This design comes from an exercise in tuning for small area, a short achievable clock period and few clock cycles per item on the open sky130 flow, not from production work. Only simulation tests tie the RTL to the original design; equivalence was not proved.

==> run a <==
==> flow/design.v <==
module sha256_round (
    input  wire [31:0] a, b, c, d, e, f, g,
    input  wire [31:0] k,
    input  wire [31:0] hw,     
    output wire [31:0] a_new,
    output wire [31:0] e_new
);
    wire [31:0] s1  = {e[5:0], e[31:6]} ^ {e[10:0], e[31:11]} ^ {e[24:0], e[31:25]};
    wire [31:0] ch  = (e & f) ^ (~e & g);
    wire [31:0] s0  = {a[1:0], a[31:2]} ^ {a[12:0], a[31:13]} ^ {a[21:0], a[31:22]};
    wire [31:0] maj = (a & b) ^ (a & c) ^ (b & c);
    wire [31:0] ps   = hw ^ k ^ maj;
    wire [31:0] pc_f = (hw & k) | (hw & maj) | (k & maj);
    wire [31:0] pc   = {pc_f[30:0], 1'b0};
    wire [31:0] qs   = hw ^ k ^ d;
    wire [31:0] qc_f = (hw & k) | (hw & d) | (k & d);
    wire [31:0] qc   = {qc_f[30:0], 1'b0};
    wire [31:0] ls   = s1 ^ ch ^ s0;
    wire [31:0] lc_f = (s1 & ch) | (s1 & s0) | (ch & s0);
    wire [31:0] lc   = {lc_f[30:0], 1'b0};
    wire [31:0] r1s = s1 ^ ch ^ qs;
    wire [31:0] r1c_f = (s1 & ch) | (s1 & qs) | (ch & qs);
    wire [31:0] r1c = {r1c_f[30:0], 1'b0};
    wire [31:0] r2s = r1s ^ r1c ^ qc;
    wire [31:0] r2c_f = (r1s & r1c) | (r1s & qc) | (r1c & qc);
    wire [31:0] r2c = {r2c_f[30:0], 1'b0};
    assign e_new = r2s + r2c;
    wire [31:0] x1s = ps ^ pc ^ ls;
    wire [31:0] x1c_f = (ps & pc) | (ps & ls) | (pc & ls);
    wire [31:0] x1c = {x1c_f[30:0], 1'b0};
    wire [31:0] y1s = x1s ^ x1c ^ lc;
    wire [31:0] y1c_f = (x1s & x1c) | (x1s & lc) | (x1c & lc);
    wire [31:0] y1c = {y1c_f[30:0], 1'b0};
    assign a_new = y1s + y1c;
endmodule
module sha256_sched (
    input  wire [31:0] wm2,    
    input  wire [31:0] wm7,    
    input  wire [31:0] wm15,   
    input  wire [31:0] wm16,   
    output wire [31:0] wn
);
    wire [31:0] ls0 = {wm15[6:0], wm15[31:7]} ^ {wm15[17:0], wm15[31:18]} ^ (wm15 >> 3);
    wire [31:0] ls1 = {wm2[16:0], wm2[31:17]} ^ {wm2[18:0], wm2[31:19]} ^ (wm2 >> 10);
    wire [31:0] s1s = wm7 ^ wm16 ^ ls0;
    wire [31:0] s1c_f = (wm7 & wm16) | (wm7 & ls0) | (wm16 & ls0);
    wire [31:0] s1c = {s1c_f[30:0], 1'b0};
    wire [31:0] s2s = s1s ^ s1c ^ ls1;
    wire [31:0] s2c_f = (s1s & s1c) | (s1s & ls1) | (s1c & ls1);
    wire [31:0] s2c = {s2c_f[30:0], 1'b0};
    assign wn = s2s + s2c;
endmodule
module narind_hmac (
    input  wire         clk,
    input  wire         rst,         
    input  wire         start,
    input  wire [255:0] key,         
    output wire         idle,
    input  wire         in_valid,
    output wire         in_ready,
    input  wire [31:0]  in_data,
    input  wire         in_last,
    output wire         done,
    output wire [127:0] tag
);
    localparam [255:0] IV = {32'h6a09e667, 32'hbb67ae85, 32'h3c6ef372, 32'ha54ff53a,
                             32'h510e527f, 32'h9b05688c, 32'h1f83d9ab, 32'h5be0cd19};
    localparam [1:0] P_KO = 2'd0, P_KI = 2'd1, P_DATA = 2'd2, P_FIN = 2'd3;
    reg         s_idle, s_xfer, s_round, s_final;
    reg [1:0]   ph;
    reg [5:0]   u;
    reg [3:0]   jh;            
    reg         hs;            
    reg [3:0]   rcnt;          
    reg         done_r;
    reg         end_seen;      
    reg         port_done;     
    reg         rdy_r;         
    reg         pad80;         
    reg         lenok;         
    reg         lastb;         
    reg [8:0]   nwords;
    reg         hd_v, sk_v;
    reg [31:0]  hd_d, sk_d;
    reg         hd_l, sk_l;
    reg [31:0]  a, b, c, d, e, f, g, h;
    reg [31:0]  w [0:15];      
    reg [31:0]  H [0:7];       
    reg [31:0]  KO [0:7];      
    reg  [31:0] kt;            
    reg  [31:0] dw;
    always @(posedge clk) dw <= g + w[13];
    wire [31:0] a_new, e_new;
    sha256_round u_round (
        .a(a), .b(b), .c(c), .d(d), .e(e), .f(f), .g(g),
        .k(kt), .hw(dw), .a_new(a_new), .e_new(e_new)
    );
    wire [31:0] wnew;
    sha256_sched u_sched (.wm2(w[14]), .wm7(w[9]), .wm15(w[1]), .wm16(w[0]), .wn(wnew));
    wire [1:0]  j = u[1:0];
    wire [31:0] iva = ({32{jh[0]}} & IV[159:128]) | ({32{jh[1]}} & IV[191:160]) |
                      ({32{jh[2]}} & IV[223:192]) | ({32{jh[3]}} & IV[255:224]);
    wire [31:0] ive = ({32{jh[0]}} & IV[31:0])    | ({32{jh[1]}} & IV[63:32]) |
                      ({32{jh[2]}} & IV[95:64])   | ({32{jh[3]}} & IV[127:96]);
    wire [31:0] basea = (ph == P_DATA) ? H[3] : (ph == P_FIN) ? KO[3] : iva;
    wire [31:0] basee = (ph == P_DATA) ? H[7] : (ph == P_FIN) ? KO[7] : ive;
    wire [31:0] adda  = basea + d;
    wire [31:0] adde  = basee + h;
    wire        use_add = s_final && (ph != P_KO);
    wire [31:0] lda = use_add ? adda : (ph == P_FIN) ? KO[3] : iva;
    wire [31:0] lde = use_add ? adde : (ph == P_FIN) ? KO[7] : ive;
    wire        sched = u[5] | u[4];
    wire        cur   = s_xfer || (s_round && !sched && (u[3] | u[2]));
    wire [3:0]  ix    = u[3:0];
    wire [31:0] hw    = H[ix[2:0]];
    wire [31:0] bitlen = {18'd0, nwords + 9'd16, 5'd0};
    wire f_key  = (cur && (ph == P_KO || ph == P_KI)) || (s_final && ph == P_KO);
    wire f_opad = cur && (ph == P_KO);
    wire f_fin  = cur && (ph == P_FIN);
    wire f_data = (cur && s_round && ph == P_DATA) ||
                  (s_final && (ph == P_KI || (ph == P_DATA && !lastb)));
    wire need_in = f_data && !end_seen;                
    wire rot     = (rcnt != 4'd0) || (need_in && !hd_v);
    wire adv     = !s_idle && !rot;                    
    wire take    = need_in && adv;                     
    reg [31:0] src;
    always @(*) begin
        src = 32'd0;
        if (s_round && sched) begin
            src = wnew;
        end else if (f_key) begin
            src = (f_opad ? 32'h5c5c5c5c : 32'h36363636) ^ (ix[3] ? 32'd0 : hw);
        end else if (f_fin) begin
            if (!ix[3])              src = hw;
            else if (ix == 4'd8)     src = 32'h80000000;
            else if (ix == 4'd15)    src = 32'd768;
        end else if (f_data) begin
            if (!end_seen)                 src = hd_d;
            else if (pad80)                src = 32'h80000000;
            else if (ix == 4'd15 && lenok) src = bitlen;
        end
    end
    integer i;
    always @(posedge clk) begin
        for (i = 0; i < 15; i = i + 1)
            w[i] <= w[i+1];
        w[15] <= rot ? w[0] : src;
    end
    reg [5:0] u_n;
    always @(*) begin
        u_n = u;
        if (s_idle)
            u_n = 6'd0;
        else if (adv) begin
            if (s_round && u == 6'd3)     
                u_n = 6'd0;
            else if (s_final && j == 2'd3 && ph == P_DATA && lastb)
                u_n = 6'd0;               
            else
                u_n = u + 6'd1;           
        end
    end
    reg [31:0] kn;
    always @(*) begin
        case (u)
            6'd0 : kn = 32'ha4506ceb; 6'd1 : kn = 32'hbef9a3f7;
            6'd2 : kn = 32'hc67178f2; 6'd3 : kn = 32'h428a2f98;
            6'd4 : kn = 32'h71374491; 6'd5 : kn = 32'hb5c0fbcf;
            6'd6 : kn = 32'he9b5dba5; 6'd7 : kn = 32'h3956c25b;
            6'd8 : kn = 32'h59f111f1; 6'd9 : kn = 32'h923f82a4;
            6'd10: kn = 32'hab1c5ed5; 6'd11: kn = 32'hd807aa98;
            6'd12: kn = 32'h12835b01; 6'd13: kn = 32'h243185be;
            6'd14: kn = 32'h550c7dc3; 6'd15: kn = 32'h72be5d74;
            6'd16: kn = 32'h80deb1fe; 6'd17: kn = 32'h9bdc06a7;
            6'd18: kn = 32'hc19bf174; 6'd19: kn = 32'he49b69c1;
            6'd20: kn = 32'hefbe4786; 6'd21: kn = 32'h0fc19dc6;
            6'd22: kn = 32'h240ca1cc; 6'd23: kn = 32'h2de92c6f;
            6'd24: kn = 32'h4a7484aa; 6'd25: kn = 32'h5cb0a9dc;
            6'd26: kn = 32'h76f988da; 6'd27: kn = 32'h983e5152;
            6'd28: kn = 32'ha831c66d; 6'd29: kn = 32'hb00327c8;
            6'd30: kn = 32'hbf597fc7; 6'd31: kn = 32'hc6e00bf3;
            6'd32: kn = 32'hd5a79147; 6'd33: kn = 32'h06ca6351;
            6'd34: kn = 32'h14292967; 6'd35: kn = 32'h27b70a85;
            6'd36: kn = 32'h2e1b2138; 6'd37: kn = 32'h4d2c6dfc;
            6'd38: kn = 32'h53380d13; 6'd39: kn = 32'h650a7354;
            6'd40: kn = 32'h766a0abb; 6'd41: kn = 32'h81c2c92e;
            6'd42: kn = 32'h92722c85; 6'd43: kn = 32'ha2bfe8a1;
            6'd44: kn = 32'ha81a664b; 6'd45: kn = 32'hc24b8b70;
            6'd46: kn = 32'hc76c51a3; 6'd47: kn = 32'hd192e819;
            6'd48: kn = 32'hd6990624; 6'd49: kn = 32'hf40e3585;
            6'd50: kn = 32'h106aa070; 6'd51: kn = 32'h19a4c116;
            6'd52: kn = 32'h1e376c08; 6'd53: kn = 32'h2748774c;
            6'd54: kn = 32'h34b0bcb5; 6'd55: kn = 32'h391c0cb3;
            6'd56: kn = 32'h4ed8aa4a; 6'd57: kn = 32'h5b9cca4f;
            6'd58: kn = 32'h682e6ff3; 6'd59: kn = 32'h748f82ee;
            6'd60: kn = 32'h78a5636f; 6'd61: kn = 32'h84c87814;
            6'd62: kn = 32'h8cc70208; 6'd63: kn = 32'h90befffa;
        endcase
    end
    always @(posedge clk)
        if (!rot) kt <= kn;
    always @(posedge clk) begin
        {b, c, d} <= {a, b, c};
        {f, g, h} <= {e, f, g};
        if (!adv) begin
            a <= h;
            e <= d;
        end else if (s_round) begin
            a <= a_new;
            e <= e_new;
        end else begin
            a <= lda;
            e <= lde;
        end
    end
    always @(posedge clk) begin
        if (s_idle) begin
            if (start)
                for (i = 0; i < 8; i = i + 1)
                    H[i] <= key[255 - 32*i -: 32];
        end else if (hs) begin
            H[0] <= rot ? H[3] : adda;
            H[1] <= H[0];
            H[2] <= H[1];
            H[3] <= H[2];
            H[4] <= rot ? H[7] : adde;
            H[5] <= H[4];
            H[6] <= H[5];
            H[7] <= H[6];
        end
        KO[0] <= (s_final && ph == P_KO) ? adda : KO[3];
        KO[1] <= KO[0];
        KO[2] <= KO[1];
        KO[3] <= KO[2];
        KO[4] <= (s_final && ph == P_KO) ? adde : KO[7];
        KO[5] <= KO[4];
        KO[6] <= KO[5];
        KO[7] <= KO[6];
    end
    wire pin = in_valid && rdy_r;                      
    always @(posedge clk) begin
        if (take) begin
            if (sk_v) begin
                hd_d <= sk_d;
                hd_l <= sk_l;
                sk_d <= in_data;
                sk_l <= in_last;
            end else begin
                hd_d <= in_data;
                hd_l <= in_last;
            end
        end else if (!hd_v) begin
            hd_d <= in_data;
            hd_l <= in_last;
        end else if (!sk_v) begin
            sk_d <= in_data;
            sk_l <= in_last;
        end
    end
    wire hd_v_n  = take ? (sk_v || pin) : (hd_v || pin);
    wire sk_v_n  = take ? (sk_v && pin) : (sk_v || (hd_v && pin));
    wire pdone_n = !s_idle && (port_done || (pin && in_last));
    always @(posedge clk) begin
        u <= u_n;
        if (s_idle)
            jh <= 4'b0001;
        else if (adv)
            jh <= {jh[2:0], jh[3]};
        if (rst) begin
            s_idle  <= 1'b1;
            s_xfer  <= 1'b0;
            s_round <= 1'b0;
            s_final <= 1'b0;
            hs      <= 1'b0;
            done_r  <= 1'b0;
            rdy_r   <= 1'b0;
            hd_v    <= 1'b0;
            sk_v    <= 1'b0;
            rcnt    <= 4'd0;
        end else begin
            hd_v      <= hd_v_n;
            sk_v      <= sk_v_n;
            port_done <= pdone_n;
            rdy_r     <= !(s_idle && !start) && !(hd_v_n && sk_v_n) && !pdone_n;
            rcnt      <= rot ? rcnt + 4'd1 : 4'd0;
            if (s_idle) begin
                if (start) begin
                    s_idle   <= 1'b0;
                    s_xfer   <= 1'b1;
                    ph       <= P_KO;
                    done_r   <= 1'b0;
                    end_seen <= 1'b0;
                    pad80    <= 1'b0;
                    lenok    <= 1'b0;
                    lastb    <= 1'b0;
                    nwords   <= 9'd0;
                end
            end
            if (adv && s_xfer && j == 2'd3) begin
                s_xfer  <= 1'b0;
                s_round <= 1'b1;
            end
            if (adv && s_round && u == 6'd3) begin    
                s_round <= 1'b0;
                s_final <= 1'b1;
                hs      <= (ph != P_KO);
            end
            if (adv && s_final && j == 2'd3) begin
                s_final <= 1'b0;
                hs      <= 1'b0;
                case (ph)
                    P_KO: begin
                        ph      <= P_KI;
                        s_round <= 1'b1;
                    end
                    P_KI: begin
                        ph      <= P_DATA;
                        s_round <= 1'b1;
                    end
                    P_DATA: begin
                        lastb <= 1'b0;
                        if (lastb) begin
                            ph     <= P_FIN;
                            s_xfer <= 1'b1;
                        end else begin
                            s_round <= 1'b1;
                        end
                    end
                    default: begin
                        done_r <= 1'b1;
                        s_idle <= 1'b1;
                    end
                endcase
            end
            if (adv && f_data) begin
                if (!end_seen) begin
                    nwords <= nwords + 9'd1;
                    if (hd_l) begin
                        end_seen <= 1'b1;
                        pad80    <= 1'b1;
                    end
                end else begin
                    if (pad80) begin
                        pad80 <= 1'b0;
                        lenok <= (ix <= 4'd13);
                    end else if (ix == 4'd15 && lenok) begin
                        lastb <= 1'b1;
                    end
                end
                if (ix == 4'd0 && !(end_seen && pad80))
                    lenok <= 1'b1;
            end
        end
    end
    assign idle     = s_idle;
    assign in_ready = rdy_r;
    assign done     = done_r;
    assign tag      = {H[0], H[1], H[2], H[3]};
endmodule
==> flow/run.sh <==
#!/bin/bash
# synth_recipe.tcl (not shown) runs the flow's synth.tcl, then flattens the netlist and writes it again
# the make line also repeats each setting of config.mk as NAME=value (left out here)
make -C /OpenROAD-flow-scripts/flow DESIGN_CONFIG=/design/flow/config.mk WORK_HOME=/design/flow/orfs CLKGATE_MAP_FILE= SYNTH_SCRIPT=/design/flow/synth_recipe.tcl finish
==> flow/config.mk <==
export PLATFORM = sky130hd
export DESIGN_NAME = narind_hmac
export DESIGN_NICKNAME = narind_hmac
export VERILOG_FILES = /design/flow/design.v
export SDC_FILE = /design/flow/constraint.sdc
export NUM_CORES = 4
export LEC_CHECK = 0
export ABC_AREA = 1
export CAP_MARGIN = 20
export CORE_MARGIN = 2
export CORE_UTILIZATION = 40
export SETUP_SLACK_MARGIN = 5
export SLEW_MARGIN = 20
export TNS_END_PERCENT = 100
==> flow/constraint.sdc <==
create_clock -name core_clock -period 10.0 [get_ports {clk}]
set_input_delay 2.0000 -clock core_clock [delete_from_list [all_inputs] [get_ports {clk}]]
set_output_delay 2.0000 -clock core_clock [all_outputs]
set_load 0.01 [all_outputs]
==> run b (differences from run a) <==
--- a/flow/design.v
+++ b/flow/design.v
@@ -1,5 +1,5 @@
 module sha256_round (
-    input  wire [31:0] a, b, c, d, e, f, g,
+    input  wire [31:0] a, b, c, d, e, f, g, h,
     input  wire [31:0] k,
-    input  wire [31:0] hw,     
+    input  wire [31:0] w,
     output wire [31:0] a_new,
@@ -11,23 +11,26 @@
     wire [31:0] maj = (a & b) ^ (a & c) ^ (b & c);
-    wire [31:0] ps   = hw ^ k ^ maj;
-    wire [31:0] pc_f = (hw & k) | (hw & maj) | (k & maj);
-    wire [31:0] pc   = {pc_f[30:0], 1'b0};
-    wire [31:0] qs   = hw ^ k ^ d;
-    wire [31:0] qc_f = (hw & k) | (hw & d) | (k & d);
-    wire [31:0] qc   = {qc_f[30:0], 1'b0};
-    wire [31:0] ls   = s1 ^ ch ^ s0;
-    wire [31:0] lc_f = (s1 & ch) | (s1 & s0) | (ch & s0);
-    wire [31:0] lc   = {lc_f[30:0], 1'b0};
-    wire [31:0] r1s = s1 ^ ch ^ qs;
-    wire [31:0] r1c_f = (s1 & ch) | (s1 & qs) | (ch & qs);
+    wire [31:0] ps = h ^ k ^ w;
+    wire [31:0] pc_full = (h & k) | (h & w) | (k & w);
+    wire [31:0] pcy = {pc_full[30:0], 1'b0};
+    wire [31:0] q1s = ps ^ pcy ^ d;
+    wire [31:0] q1c_f = (ps & pcy) | (ps & d) | (pcy & d);
+    wire [31:0] q1c = {q1c_f[30:0], 1'b0};
+    wire [31:0] r1s = s1 ^ ch ^ q1s;
+    wire [31:0] r1c_f = (s1 & ch) | (s1 & q1s) | (ch & q1s);
     wire [31:0] r1c = {r1c_f[30:0], 1'b0};
-    wire [31:0] r2s = r1s ^ r1c ^ qc;
-    wire [31:0] r2c_f = (r1s & r1c) | (r1s & qc) | (r1c & qc);
+    wire [31:0] r2s = r1s ^ r1c ^ q1c;
+    wire [31:0] r2c_f = (r1s & r1c) | (r1s & q1c) | (r1c & q1c);
     wire [31:0] r2c = {r2c_f[30:0], 1'b0};
     assign e_new = r2s + r2c;
-    wire [31:0] x1s = ps ^ pc ^ ls;
-    wire [31:0] x1c_f = (ps & pc) | (ps & ls) | (pc & ls);
+    wire [31:0] u1s = ps ^ pcy ^ maj;
+    wire [31:0] u1c_f = (ps & pcy) | (ps & maj) | (pcy & maj);
+    wire [31:0] u1c = {u1c_f[30:0], 1'b0};
+    wire [31:0] v1s = s1 ^ ch ^ s0;
+    wire [31:0] v1c_f = (s1 & ch) | (s1 & s0) | (ch & s0);
+    wire [31:0] v1c = {v1c_f[30:0], 1'b0};
+    wire [31:0] x1s = u1s ^ u1c ^ v1s;
+    wire [31:0] x1c_f = (u1s & u1c) | (u1s & v1s) | (u1c & v1s);
     wire [31:0] x1c = {x1c_f[30:0], 1'b0};
-    wire [31:0] y1s = x1s ^ x1c ^ lc;
-    wire [31:0] y1c_f = (x1s & x1c) | (x1s & lc) | (x1c & lc);
+    wire [31:0] y1s = x1s ^ x1c ^ v1c;
+    wire [31:0] y1c_f = (x1s & x1c) | (x1s & v1c) | (x1c & v1c);
     wire [31:0] y1c = {y1c_f[30:0], 1'b0};
@@ -76,4 +79,2 @@
     reg         end_seen;      
-    reg         port_done;     
-    reg         rdy_r;         
     reg         pad80;         
@@ -82,5 +83,2 @@
     reg [8:0]   nwords;
-    reg         hd_v, sk_v;
-    reg [31:0]  hd_d, sk_d;
-    reg         hd_l, sk_l;
     reg [31:0]  a, b, c, d, e, f, g, h;
@@ -90,8 +88,6 @@
     reg  [31:0] kt;            
-    reg  [31:0] dw;
-    always @(posedge clk) dw <= g + w[13];
     wire [31:0] a_new, e_new;
     sha256_round u_round (
-        .a(a), .b(b), .c(c), .d(d), .e(e), .f(f), .g(g),
-        .k(kt), .hw(dw), .a_new(a_new), .e_new(e_new)
+        .a(a), .b(b), .c(c), .d(d), .e(e), .f(f), .g(g), .h(h),
+        .k(kt), .w(w[12]), .a_new(a_new), .e_new(e_new)
     );
@@ -114,3 +110,3 @@
     wire [3:0]  ix    = u[3:0];
-    wire [31:0] hw    = H[ix[2:0]];
+    wire [31:0] hw    = ix[2] ? (ix[0] ? H[6] : H[4]) : H[ix[1:0]];
     wire [31:0] bitlen = {18'd0, nwords + 9'd16, 5'd0};
@@ -122,5 +118,5 @@
     wire need_in = f_data && !end_seen;                
-    wire rot     = (rcnt != 4'd0) || (need_in && !hd_v);
+    wire rdy     = need_in && (rcnt == 4'd0);          
+    wire rot     = (rcnt != 4'd0) || (need_in && !in_valid);
     wire adv     = !s_idle && !rot;                    
-    wire take    = need_in && adv;                     
     reg [31:0] src;
@@ -137,3 +133,3 @@
         end else if (f_data) begin
-            if (!end_seen)                 src = hd_d;
+            if (!end_seen)                 src = in_data;
             else if (pad80)                src = 32'h80000000;
@@ -215,7 +211,7 @@
     end
+    wire hload = s_idle && start;
     always @(posedge clk) begin
-        if (s_idle) begin
-            if (start)
-                for (i = 0; i < 8; i = i + 1)
-                    H[i] <= key[255 - 32*i -: 32];
+        if (hload) begin
+            for (i = 0; i < 4; i = i + 1)
+                H[i] <= key[255 - 32*i -: 32];
         end else if (hs) begin
@@ -225,3 +221,8 @@
             H[3] <= H[2];
-            H[4] <= rot ? H[7] : adde;
+        end
+        if (hload) begin
+            for (i = 4; i < 8; i = i + 1)
+                H[i] <= key[255 - 32*i -: 32];
+        end else begin
+            H[4] <= (hs && !rot) ? adde : H[7];
             H[5] <= H[4];
@@ -239,25 +240,2 @@
     end
-    wire pin = in_valid && rdy_r;                      
-    always @(posedge clk) begin
-        if (take) begin
-            if (sk_v) begin
-                hd_d <= sk_d;
-                hd_l <= sk_l;
-                sk_d <= in_data;
-                sk_l <= in_last;
-            end else begin
-                hd_d <= in_data;
-                hd_l <= in_last;
-            end
-        end else if (!hd_v) begin
-            hd_d <= in_data;
-            hd_l <= in_last;
-        end else if (!sk_v) begin
-            sk_d <= in_data;
-            sk_l <= in_last;
-        end
-    end
-    wire hd_v_n  = take ? (sk_v || pin) : (hd_v || pin);
-    wire sk_v_n  = take ? (sk_v && pin) : (sk_v || (hd_v && pin));
-    wire pdone_n = !s_idle && (port_done || (pin && in_last));
     always @(posedge clk) begin
@@ -275,11 +253,4 @@
             done_r  <= 1'b0;
-            rdy_r   <= 1'b0;
-            hd_v    <= 1'b0;
-            sk_v    <= 1'b0;
             rcnt    <= 4'd0;
         end else begin
-            hd_v      <= hd_v_n;
-            sk_v      <= sk_v_n;
-            port_done <= pdone_n;
-            rdy_r     <= !(s_idle && !start) && !(hd_v_n && sk_v_n) && !pdone_n;
             rcnt      <= rot ? rcnt + 4'd1 : 4'd0;
@@ -337,3 +308,3 @@
                     nwords <= nwords + 9'd1;
-                    if (hd_l) begin
+                    if (in_last) begin
                         end_seen <= 1'b1;
@@ -355,3 +326,3 @@
     assign idle     = s_idle;
-    assign in_ready = rdy_r;
+    assign in_ready = rdy;
     assign done     = done_r;
==> flow/flow/run.sh (new file) <==
#!/bin/bash
# Layout flow: the standard ORFS flow (standard.sh), unchanged except
# that the port buffers that global placement inserts on every input and
# output are sky130_fd_sc_hd__buf_1 (ORFS otherwise picks the larger
# clkdlybuf4s50_1); timing repair may still resize them.  Make's output goes
# to flow_make.log; ORFS keeps each step's log under orfs/logs/.
set -euo pipefail
export BUFFER_PORTS_ARGS="-buffer_cell sky130_fd_sc_hd__buf_1"
bash standard.sh finish > flow_make.log 2>&1
==> flow/standard.sh (new file) <==
#!/bin/bash
# synth_recipe.tcl (not shown) runs the flow's synth.tcl, then flattens the netlist and writes it again
# the make line also repeats each setting of config.mk as NAME=value (left out here)
make -C /OpenROAD-flow-scripts/flow DESIGN_CONFIG=/design/flow/config.mk WORK_HOME=/design/flow/orfs CLKGATE_MAP_FILE= SYNTH_SCRIPT=/design/flow/synth_recipe.tcl "${@:-finish}"
--- a/flow/config.mk
+++ b/flow/config.mk
@@ -7,3 +7,3 @@
 export LEC_CHECK = 0
-export ABC_AREA = 1
+export ABC_AREA = 0
 export CAP_MARGIN = 20
@@ -11,2 +11,5 @@
 export CORE_UTILIZATION = 40
+export CTS_BUF_LIST = sky130_fd_sc_hd__clkbuf_16
+export CTS_CLUSTER_DIAMETER = 80
+export CTS_CLUSTER_SIZE = 20
 export SETUP_SLACK_MARGIN = 5
removed: flow/run.sh
==> run c (differences from run a) <==
==> flow/flow/run.sh (new file) <==
#!/bin/bash
set -euo pipefail
m=$(cat flow/setup_margin)
sed "s/ SETUP_SLACK_MARGIN=5 / SETUP_SLACK_MARGIN=$m /" standard.sh > standard_margin.sh
grep -q " SETUP_SLACK_MARGIN=$m " standard_margin.sh
bash standard_margin.sh finish > flow_make.log 2>&1
==> flow/flow/setup_margin (new file) <==
6.5
==> flow/standard.sh (new file) <==
#!/bin/bash
# synth_recipe.tcl (not shown) runs the flow's synth.tcl, then flattens the netlist and writes it again
# the make line also repeats each setting of config.mk as NAME=value (left out here)
make -C /OpenROAD-flow-scripts/flow DESIGN_CONFIG=/design/flow/config.mk WORK_HOME=/design/flow/orfs CLKGATE_MAP_FILE= SYNTH_SCRIPT=/design/flow/synth_recipe.tcl "${@:-finish}"
removed: flow/run.sh
==> impl_metrics.py <==
metrics = {
    "worst_setup_path": {
        "cp_slowest_cell": "fa_2",
        "cp_top_family": "adder cells",
        "setup.worst_path.end": "e[30]$_DFF_P_",
        "worstPathMaxFanout": 4,
    },
    "synth": {
        "ys_ff_latch": 1347,
        "synth_area_sq_um": 59800,
        "synthDistinctLibCells": 78,
        "syn_avg_cell_area_sq_um": 9.98,
        "synthesis.nets": 6738,
        "netlist_top_cells_area": "dfxtp_1 39%, fa_1 9.5%, edfxtp_1 8.8%",
    },
    "die": {
        "core_area_sq_um": 148000,
    },
    "final_layout": {
        "utilization_pct": 46.1,
    },
    "status": {
        "status": "no timing/DRC/antenna violations",
    },
    "route": {
        "wl_per_cell_um": 29.8,
    },
    "timing": {
        "relSlewSlack_pct": 25.6,
    },
}
-- figures above: run b

==> impl_metrics.py <==
metrics = {
    "status": {
        "status": "no timing/DRC/antenna violations",
    },
    "synth": {
        "synthesis.nets": 8922,
        "syn_avg_cell_area_sq_um": 8.56,
        "synth_area_sq_um": 69800,
        "netlist_top_cells_area": "dfxtp_1 31%, edfxtp_1 16%, nand2_1 12%",
    },
    "worst_setup_path": {
        "cp_top_family": "buffers and inverters",
        "cp_slowest_cell": "dfxtp_1",
        "worstPathMaxFanout": 23,
    },
    "timing": {
        "relSlewSlack_pct": 23.2,
    },
    "route": {
        "wl_per_cell_um": 29.5,
    },
    "final_layout": {
        "utilization_pct": 47.4,
    },
}
-- figures above: run a

==> impl_metrics.py <==
metrics = {
    "synth": {
        "synthesis.nets": 8922,
        "synthSimpleGateAreaFrac_pct": 18.9,
        "synth_area_sq_um": 69800,
        "ys_ff_latch": 1449,
    },
    "worst_setup_path": {
        "cp_slowest_cell": "fa_1",
        "worstPathMaxFanout": 4,
        "setup.worst_path.end": "a[30]$_DFF_P_",
    },
    "status": {
        "status": "no timing/DRC/antenna violations",
    },
    "die": {
        "fp.dieH_um": 422,
    },
    "timing": {
        "maxSlewViolCount": 0,
        "relSlewSlack_pct": 24.5,
    },
    "clock_network": {
        "cts.path.max_buffers": 3,
    },
    "final_layout": {
        "utilization_pct": 55.6,
    },
}
-- figures above: run c

Testbench counts of run a, summed over its fixed seeds: cycles 108,760, frames 192.
Testbench counts of run b, summed over its fixed seeds: cycles 108,760, frames 192.
Testbench counts of run c, summed over its fixed seeds: cycles 108,760, frames 192.

==> re-timing with driven ports <==
Ports are ideal in the flow. The routed layouts listed here were re-timed in OpenROAD.
Step 1, drivers: a clkbuf_16 drives clk and a buf_2 each remaining input, both assumed.
Step 2 times the ports against the registers' clock, not the clock port: input delays grow and output delays shrink by t, the midpoint of the rising clock arrivals with the driver on.
a / b / c = no drivers / after step 1 / after step 2; a / b = the first two.
run	t, ns	slack for setup (ns)	clock arrival spread, ns	worst slew at a driven data input, ns	cell pins on the clock port's net
run a	0.922	4.913 / 4.913 / 4.913	0.052 / 0.053	0.13	1
run b	0.822	4.884 / 4.884 / 4.855	0.069 / 0.069	0.17	1
run c	0.931	5.691 / 5.691 / 5.691	0.073 / 0.073	0.14	1
After both steps every run listed still meets setup and hold. The setup slack of run b, which loses most, moves by 0.000 ns with the drivers and by -0.029 ns with both steps.
